What follows belongs to an exercise in optimizing a design on an open flow for small area, a short achievable clock period and few clock cycles; a production flow would make more cautious choices. RTL that was checked went through simulation tests only; none was proved equivalent to the original. Function not checked in run 1: the RTL went through the layout flow alone.

## flow/design.v (module list and top-level ports; edited modules follow where they fit)
// module arc_detector: 1912 lines
module arc_detector (
    input  wire        clk,
    input  wire        rst,         
    input  wire [14:0] depth,       
    input  wire [14:0] alpha,       
    input  wire [14:0] floor_q,     
    input  wire [5:0]  confirm,     
    input  wire [15:0] holdoff,     
    input  wire [7:0]  limit,       
    input  wire [15:0] learn,       
    input  wire        latch_in,    
    input  wire        s_valid,
    input  wire [15:0] s_data,      
    input  wire        s_clr,       
    output wire        s_ready,
    output reg         r_valid,
    output reg         r_evt,       
    output reg         r_inh,       
    output reg         r_latch,     
    output reg  [31:0] r_arcs       
);
  // ...
==> flow/run.sh <==
#!/bin/bash
# synth_recipe.tcl (not shown) runs the flow's synth.tcl, then flattens the netlist and writes it again
# the make line also repeats each setting of config.mk as NAME=value (left out here)
make -C /OpenROAD-flow-scripts/flow DESIGN_CONFIG=/design/flow/config.mk WORK_HOME=/design/flow/orfs CLKGATE_MAP_FILE= SYNTH_SCRIPT=/design/flow/synth_recipe.tcl finish
==> flow/config.mk <==
export PLATFORM = sky130hd
export DESIGN_NAME = arc_detector
export DESIGN_NICKNAME = arc_detector
export VERILOG_FILES = /design/flow/design.v
export SDC_FILE = /design/flow/constraint.sdc
export NUM_CORES = 4
export LEC_CHECK = 0
export CAP_MARGIN = 20
export CORE_MARGIN = 2
export CORE_UTILIZATION = 40
export SLEW_MARGIN = 20
==> flow/constraint.sdc <==
create_clock -name core_clock -period 14.0 [get_ports {clk}]
set_input_delay 2.8000 -clock core_clock [delete_from_list [all_inputs] [get_ports {clk}]]
set_output_delay 2.8000 -clock core_clock [all_outputs]
set_load 0.01 [all_outputs]
==> results_dict.tcl, run 1 <==
set metrics [dict create \
    postCtsSetupBuffers 0 \
    clkLatencyLatePin_ns 0.50 \
    required_ns 14.43 \
    synth_common_cells "398 x inv_1, 358 x nor2_1, 307 x clkbuf_1" \
    ys_seq_area_frac 0.1108 \
    highest_layer "met4" \
    synthCells 3903 \
    dr_wl_met2_um 50230 \
    path_buf_inv 4 \
    syn_to_final_growth_pct 9.450 \
    synthFlopType "dfxtp_1" \
    outcome "finished clean" \
    final_antenna_net_count 0 \
    multi_input_cells 2992 \
    drive_gt1_frac 0.05160 \
    globalRouteMet1Util 0.3862 \
    grt_pass1_wl_um 175100 \
    nFillCells 7426 \
    drt-met1-wl_um 46700 \
    drtIter0Drc 3333 \
    cts_max_level 4 \
    cts_tree "built" \
    largest_reg_flops 40 \
    multiInputGateArea_um2 23230 \
    clock_sinks 153 \
    synthAdderAreaFrac 0.2686 \
    layout_common_cells "398 x inv_1, 350 x nor2_1, 300 x nand2_1" \
    grt_max_degree 67 \
    hold_viol_final 0 \
    start_util 0.4026 \
    hpwlAfterDp_um 83980 \
    final_core_util 0.4407 \
    diodes 3 \
    n_sequential_cell 153 \
    reg_top3 "b (40), r_arcs (32)" \
    slew_violations 0 \
    muxShareOfSynthArea 0.01517 \
    relSlewSlack 0.1247 \
]
==> run 2: changes to the inputs <==
--- a/flow/design.v
+++ b/flow/design.v
@@ -35,19 +35,28 @@
     end
     reg signed [39:0] b;
     reg        [15:0] c;
     reg               m_hold, m_learn;
     reg        [10:0] poll;
     wire signed [24:0] bq = b[39:15];
     wire [23:0] bq_u = b[38:15];
     wire above_floor = ~b[39] & ((b[38:30] != 9'd0) | (b[29:15] >= floor_q));
-    wire signed [25:0] diff = x - bq;
-    wire [15:0] s = (diff[25:15] == 11'h000 || diff[25:15] == 11'h7FF) ? diff[15:0] :
-                    (diff[25] ? 16'h8000 : 16'h7FFF);
+    wire [15:0] d16 = x - b[30:15];
+    wire borrow = (x[14:0] < b[29:15]);
+    wire [9:0] bh = b[39:30];
+    wire bh_0  = (bh == 10'h000);
+    wire bh_1  = (bh == 10'h001);
+    wire bh_m1 = (bh == 10'h3FF);
+    wire bh_m2 = (bh == 10'h3FE);
+    wire t_0  = x[15] ? bh_m1 : bh_0;
+    wire t_p1 = x[15] ? bh_0  : bh_1;
+    wire t_m1 = x[15] ? bh_m2 : bh_m1;
+    wire in_range = t_0 | (t_p1 & ~borrow) | (t_m1 & borrow);
+    wire [15:0] s = in_range ? d16 : {~b[39], {15{b[39]}}};
     wire ba_one0 = alpha_r[0] ^ 1'b0;
     wire ba_two0 = (alpha_r[1] & ~alpha_r[0] & ~1'b0) | (~alpha_r[1] & alpha_r[0] & 1'b0);
     wire ba_neg0 = alpha_r[1];
     wire ba_one1 = alpha_r[2] ^ alpha_r[1];
     wire ba_two1 = (alpha_r[3] & ~alpha_r[2] & ~alpha_r[1]) | (~alpha_r[3] & alpha_r[2] & alpha_r[1]);
     wire ba_neg1 = alpha_r[3];
     wire ba_one2 = alpha_r[4] ^ alpha_r[3];
     wire ba_two2 = (alpha_r[5] & ~alpha_r[4] & ~alpha_r[3]) | (~alpha_r[5] & alpha_r[4] & alpha_r[3]);
==> run 2 against run 1 <==
Net effect: critical endpoint unchanged; synthesized area decreased by 3.7%; clock skew increased by 0.011 ns; core utilization decreased by 0.10 points; die area decreased by 3.6%; sequential share of layout area increased by 0.43 points; fmax increased by 9.1%; synthesized cell count decreased by 5.4%.
==> results_dict.tcl, run 2 <==
set metrics [dict create \
    postCtsSetupBuffers 0 \
    crit_top_cell "fa_1" \
    cts_inserted_buffers 17 \
    layout_common_cells "392 x inv_1, 360 x nor2_1, 313 x o21ai_0" \
    gp_congestion 0.9835 \
    core-area_um2 69910 \
    final_common_cell "inv_1" \
    fp-row-count 97 \
    grt_overflow 0 \
    rsz0062_at_grt "no" \
    reg_top3 "b (40), r_arcs (32)" \
    fin_crit_ns 9.900 \
    clk_pin_slew_ns 0.08 \
    synth_common_cells "392 x inv_1, 366 x nor2_1, 318 x clkbuf_1" \
    syn-num-nets 4266 \
    hp-class "reg -> reg" \
    fin_area_um2 30730 \
    syn_area_per_cell_um2 7.637 \
    cp-end-kind "register" \
    layout_setup_ws_ns 4.100 \
    synthCells 3692 \
    synth_area_leaders "fa_1 19%, dfxtp_1 9.6%, ha_1 8.9%" \
    cts_max_level 4 \
    criticalPathCategory "reg -> reg" \
    synth_most_common_cell "inv_1" \
    hpwlAfterDp_um 76670 \
    crit_slowest_cell "dfxtp_1" \
    wl_per_cell_um 23.03 \
    grt_busiest_layer "met2" \
    ys_seq_area_frac 0.1150 \
    cts_root_buffer "clkbuf_16" \
    nFillCells 7223 \
    fin_tns_setup_ns 0 \
    fp.dieH_um 269.5 \
    cts_resized 0 \
    tightestPinTransition_ns 1.103 \
    grt_pass1_vias 25920 \
    grtUsageTotal 0.2797 \
    synth_top_cell_by_area "fa_1" \
    antenna_found_initial 0 \
    die_area_um2 72630 \
    synth_cell_types 95 \
    crit_family "adder cells" \
    diodes 0 \
    hold_ws_ns 0.4865 \
    fmaxAchievable_mhz 101.0 \
    drtPass1Iterations 9 \
    outcome "finished clean" \
    netlist_area_um2 28200 \
    synth-edff-count 18 \
    hold_viol_final 0 \
    cp-start-kind "register" \
    relSlewSlack 0.2636 \
    yosysTopAreaCellShare 0.1860 \
    ioPinCount 149 \
    dp.cells 4500 \
    grtUsageMet2 0.4311 \
    cts_hold_buf 0 \
    grt_pass1_wl_um 159600 \
    drv_cap 0 \
    drtIter0Drc 3523 \
    largest_reg_flops 40 \
    ys_seq_elements 153 \
    final_core_util 0.4396 \
    yosysWarnings 1 \
    vias 28200 \
    required_ns 14.35 \
    max_stage_delay_ns 1.06 \
    globalRouteMet1Util 0.3816 \
    die_w_um 269.5 \
    placed_cell_area_um2 30110 \
    wirelength_um 104400 \
    drc_errors 0 \
    start_util 0.4033 \
    syn_to_final_growth_pct 8.999 \
    portBuffers 147 \
    setup_viol 0 \
    drive_gt1_frac 0.04648 \
    instances_no_fill 4533 \
    slew_violations 0 \
    regMostFlops "b" \
    viasPerCell 6.221 \
    cts_tree "built" \
    clock_sinks 153 \
    synthFlopType "dfxtp_1" \
    clock_skew_ns 0.03408 \
    post-route-period-util 0.7072 \
    async_flop_share 0 \
    clkLatencyLatePin_ns 0.51 \
    met3_usage 0.05130 \
    cp_max_fo 39 \
    post-place-ws_ns 4.278 \
    path_buf_inv 6 \
    arrival_ns 10.25 \
    clockBufferDepth 2 \
    grt_max_degree 72 \
    fin_nets 4154 \
    final_antenna_net_count 0 \
]
-- run 2: worst paths after layout --
check,endpoint,cells past startpoint,startpoint,slack (ns)
worst max register to register,b[34]$_SDFFE_PP0P_,30,b[19]$_SDFFE_PP0P_,4.10
worst min register to register,poll[1]$_SDFFE_PP0P_,2,poll[1]$_SDFFE_PP0P_,0.49
worst max-delay path,b[34]$_SDFFE_PP0P_,30,b[19]$_SDFFE_PP0P_,4.10
worst min-delay path,poll[1]$_SDFFE_PP0P_,2,poll[1]$_SDFFE_PP0P_,0.49
-- run 2: cell type report --
| class | count | area (µm²) | share of cell area |
|---|---|---|---|
| Timing Repair Buffer | 226 | 2059 | 0.06701 |
| Multi-Input combinational cell | 2766 | 22080 | 0.7185 |
| Clock buffer | 17 | 425.4 | 0.01384 |
| Tap cell | 940 | 1176 | 0.03827 |
| Clock inverter | 15 | 183.9 | 0.005985 |
| Inverter | 416 | 1562 | 0.05081 |
| Sequential cell | 153 | 3244 | 0.1056 |
-- run 2: kinds of logic after synthesis --
kind of cell,share of synthesized area
simple gates,0.1422
fa+ha+maj,0.2797
compound gates,0.3068
xor+xnor,0.03355
other cells,0.0001330
buf+inv,0.1048
mux,0.01779
flops,0.1150
-- run 2: worst min-delay path, cell delays in order, from the launching register on --
cell	delay, ns
dfxtp_1	0.33
nand2_1	0.07
a21oi_1	0.05
-- run 2: routing by layer --
metal / vias to the layer above / routed length (µm)
li1: 12920 / -
met1: 13550 / 44050
met2: 1456 / 46510
met3: 279 / 8952
met4: 0 / 4888
met5: - / 0
Testbench counts of run 2, summed over its fixed seeds: cycles 192,016.
==> run 3: changes to the inputs <==
==> flow/flow/run.sh (new file) <==
#!/bin/bash
# The standard layout, with timing repair asked to leave setup slack so that
# the design runs well below the fixed clock period.
set -euo pipefail
bash standard.sh SETUP_SLACK_MARGIN=7 finish > standard.log 2>&1
==> flow/standard.sh (new file) <==
#!/bin/bash
# synth_recipe.tcl (not shown) runs the flow's synth.tcl, then flattens the netlist and writes it again
# the make line also repeats each setting of config.mk as NAME=value (left out here)
make -C /OpenROAD-flow-scripts/flow DESIGN_CONFIG=/design/flow/config.mk WORK_HOME=/design/flow/orfs CLKGATE_MAP_FILE= SYNTH_SCRIPT=/design/flow/synth_recipe.tcl "${@:-finish}"
removed: flow/run.sh
==> run 3 against run 2 <==
Net effect: clock skew down 0.013 ns; sequential share of layout area down 0.74 points; still clean on timing, DRC and antenna; global-route usage up 1.6 points; worst setup slack better by 2.2 ns; worst hold slack better by 0.014 ns; critical endpoint is now b[21]$_SDFFE_PP0P_; via count up 3.8%; design area up 9.0%; die area unchanged; clock-buffer cell count up 2; critical path depth up 3; first-iteration DRC count up 18%.
==> results_dict.tcl, run 3 <==
set metrics [dict create \
    drc_errors 0 \
    synthCells 3692 \
    drv_cap 0 \
    cts_inserted_buffers 17 \
    fin_crit_ns 7.676 \
    die_w_um 269.5 \
    vias 29260 \
    dr_wl_met2_um 49420 \
    wl_met3_um 11340 \
    synth_area_leaders "fa_1 19%, dfxtp_1 9.6%, ha_1 8.9%" \
    ioPinCount 149 \
    grt_pass1_wl_um 169100 \
    regMostFlops "b" \
    dp.cells 4496 \
    antenna_found_initial 3 \
    synthFlopType "dfxtp_1" \
    syn_to_final_growth_pct 18.84 \
    r2r_slack_ns 6.32 \
    synth_cell_types 95 \
    gp_congestion 0.9797 \
    async_flop_share 0 \
    crit_top_cell "fa_1" \
    grtUsageTotal 0.2953 \
    cts_max_level 4 \
    setup_viol 0 \
    fmaxAchievable_mhz 130.3 \
    min_to "b[2]$_SDFFE_PP0P_" \
    synth-edff-count 18 \
    drive_gt1_frac 0.1398 \
    wirelength_um 110400 \
    final_common_cell "inv_1" \
    crit_slowest_cell "fa_2" \
    hold_ws_ns 0.5007 \
    clkLatencyLatePin_ns 0.51 \
    syn-num-nets 4266 \
    synth_common_cells "392 x inv_1, 366 x nor2_1, 318 x clkbuf_1" \
    drt-met1-wl_um 43910 \
    synth_most_common_cell "inv_1" \
    cp_max_fo 6 \
    start_util 0.4033 \
    netlist_area_um2 28200 \
    clockBufferDepth 2 \
    max_stage_delay_ns 0.59 \
    core-area_um2 69910 \
    cp-start-kind "register" \
    r2r_cells 33 \
    ys_seq_elements 153 \
    criticalPathCategory "reg -> reg" \
    cts_tree "built" \
    reg_top3 "b (40), r_arcs (32)" \
    grt_pass1_vias 27870 \
    hold_viol_final 0 \
    timing.rr.end "b[21]$_SDFFE_PP0P_" \
    tightestPinTransition_ns 1.202 \
    hold_start "b[2]$_SDFFE_PP0P_" \
    arrival_ns 8.03 \
    cp-end-kind "register" \
    fp.dieH_um 269.5 \
    outcome "finished clean" \
    wl_per_cell_um 23.75 \
    viasPerCell 6.297 \
    largest_reg_flops 40 \
    instances_no_fill 4647 \
    drtPass1Iterations 13 \
    highest_layer "met5" \
    required_ns 14.35 \
    final_antenna_net_count 0 \
    drtIter0Drc 4172 \
    post-route-period-util 0.5483 \
    hp-class "reg -> reg" \
    fp-row-count 97 \
    clock_sinks 153 \
    syn_area_per_cell_um2 7.637 \
    ys_seq_area_frac 0.1150 \
    r2r_start "b[16]$_SDFFE_PP0P_" \
    clk_pin_slew_ns 0.08 \
    hpwlAfterDp_um 76100 \
    clock_skew_ns 0.02085 \
    yosysWarnings 1 \
    slew_violations 0 \
    fin_nets 4266 \
    grt_overflow 0 \
    grt_max_degree 72 \
    holdPathStages 2 \
    portBuffers 147 \
    layout_common_cells "381 x inv_1, 351 x nor2_1, 279 x o21ai_0" \
    cts_root_buffer "clkbuf_16" \
    cts_hold_buf 0 \
    die_area_um2 72630 \
    relSlewSlack 0.1987 \
    rsz0062_at_grt "yes" \
    synth_top_cell_by_area "fa_1" \
    fin_tns_setup_ns 0 \
    yosysTopAreaCellShare 0.1860 \
]
## run 3: cell counts after synthesis
Identical to the previous run, type by type.
## run 3: worst max-delay path: cells and delay by family, from the launching register on
kind                     cells  cell delay [ns]
AO/OA/AOI/OAI               10             2.42
adder cells (fa/ha/maj)      8             2.99
buffers and inverters        9             0.75
flip-flops                   1             0.37
AND/OR/NAND/NOR              6             0.96
## run 3: cells by family (layout without fill, tap and decap cells)
family	after synthesis	in the layout	synth area share
other	1	3	0.0001330
muxes	50	50	0.01779
xor gates and xnor gates	108	108	0.03355
adders and majority gates	476	476	0.2797
buffers and inverters	773	784	0.1048
DFF	153	153	0.1150
AOI/OAI and AO/OA	1265	1265	0.3068
and+or+nand+nor	866	868	0.1422
## run 3: routing by layer
metal,vias to the layer above,track usage
li1,13160,-
met1,13990,0.3887
met2,1704,0.4592
met3,401,0.07116
met4,4,0.1311
met5,-,0
## run 3: worst max path at each step
| stage | startpoint | end | slack (ns) | depth (start not counted) |
|---|---|---|---|---|
| floorplan | b[16]$_SDFFE_PP0P_ | b[39]$_SDFFE_PP0P_ | 6.53 | 32 |
| global placement | b[20]$_SDFFE_PP0P_ | b[39]$_SDFFE_PP0P_ | 4.89 | 29 |
| detailed placement | b[22]$_SDFFE_PP0P_ | b[39]$_SDFFE_PP0P_ | 4.80 | 30 |
| CTS | b[16]$_SDFFE_PP0P_ | b[39]$_SDFFE_PP0P_ | 6.43 | 31 |
| global route | b[16]$_SDFFE_PP0P_ | b[39]$_SDFFE_PP0P_ | 6.13 | 33 |
| finish | b[16]$_SDFFE_PP0P_ | b[21]$_SDFFE_PP0P_ | 6.32 | 33 |
## run 3: area by class of cell
cell class | instances | area, µm²
antenna | 2 | 5.005
clock buffer | 19 | 442.9
clock inverter | 13 | 171.4
fill | 6904 | 36400
inverter | 416 | 1663
multi-input combinational | 2768 | 23420
sequential | 153 | 3291
tap | 940 | 1176
timing repair buffer | 336 | 3344
## run 3: stage by stage
step / instance area, µm² / setup slack [ns] / utilization
after floorplan: 28420 / 6.531 / -
after global placement: 30260 / 4.889 / 0.4329
after detailed placement: 30260 / 4.796 / 0.4329
after CTS: 32950 / 6.435 / 0.4714
after global routing: 33500 / 6.127 / 0.4793
final: 33510 / 6.324 / 0.4793
## run 3: timing repair
| item | in CTS | in global routing |
|---|---|---|
| setup endpoints to repair | 92 | 79 |
| setup buffers | 85 | 19 |
| cloned | 10 | 3 |
| gates resized for setup | 287 | 89 |
| pin swaps | 78 | 55 |

[re-timing with driven ports]
In the flow no input, the clock included, has a driving cell. The finished layouts below were timed again as built, in two steps.
Step 1 assumes that a clkbuf_16 drives the clock port and a buf_2 every other input.
Step 2, shift: input delay + t, output delay - t, t = (earliest + latest rising clock arrival at the registers) / 2. This alone moves slack from input paths to output paths.
Three values: ideal ports, drivers, drivers and shift; two values: the first two.
run	t, ns	slack for setup (ns)	worst register clock-pin slew, ns
run 1	0.560	3.198 / 3.198 / 3.198	0.09 / 0.09
run 2	0.560	4.100 / 4.100 / 4.100	0.10 / 0.10
run 3	0.560	6.324 / 6.324 / 6.324	0.09 / 0.09
After both steps setup and hold are still met in every run listed.
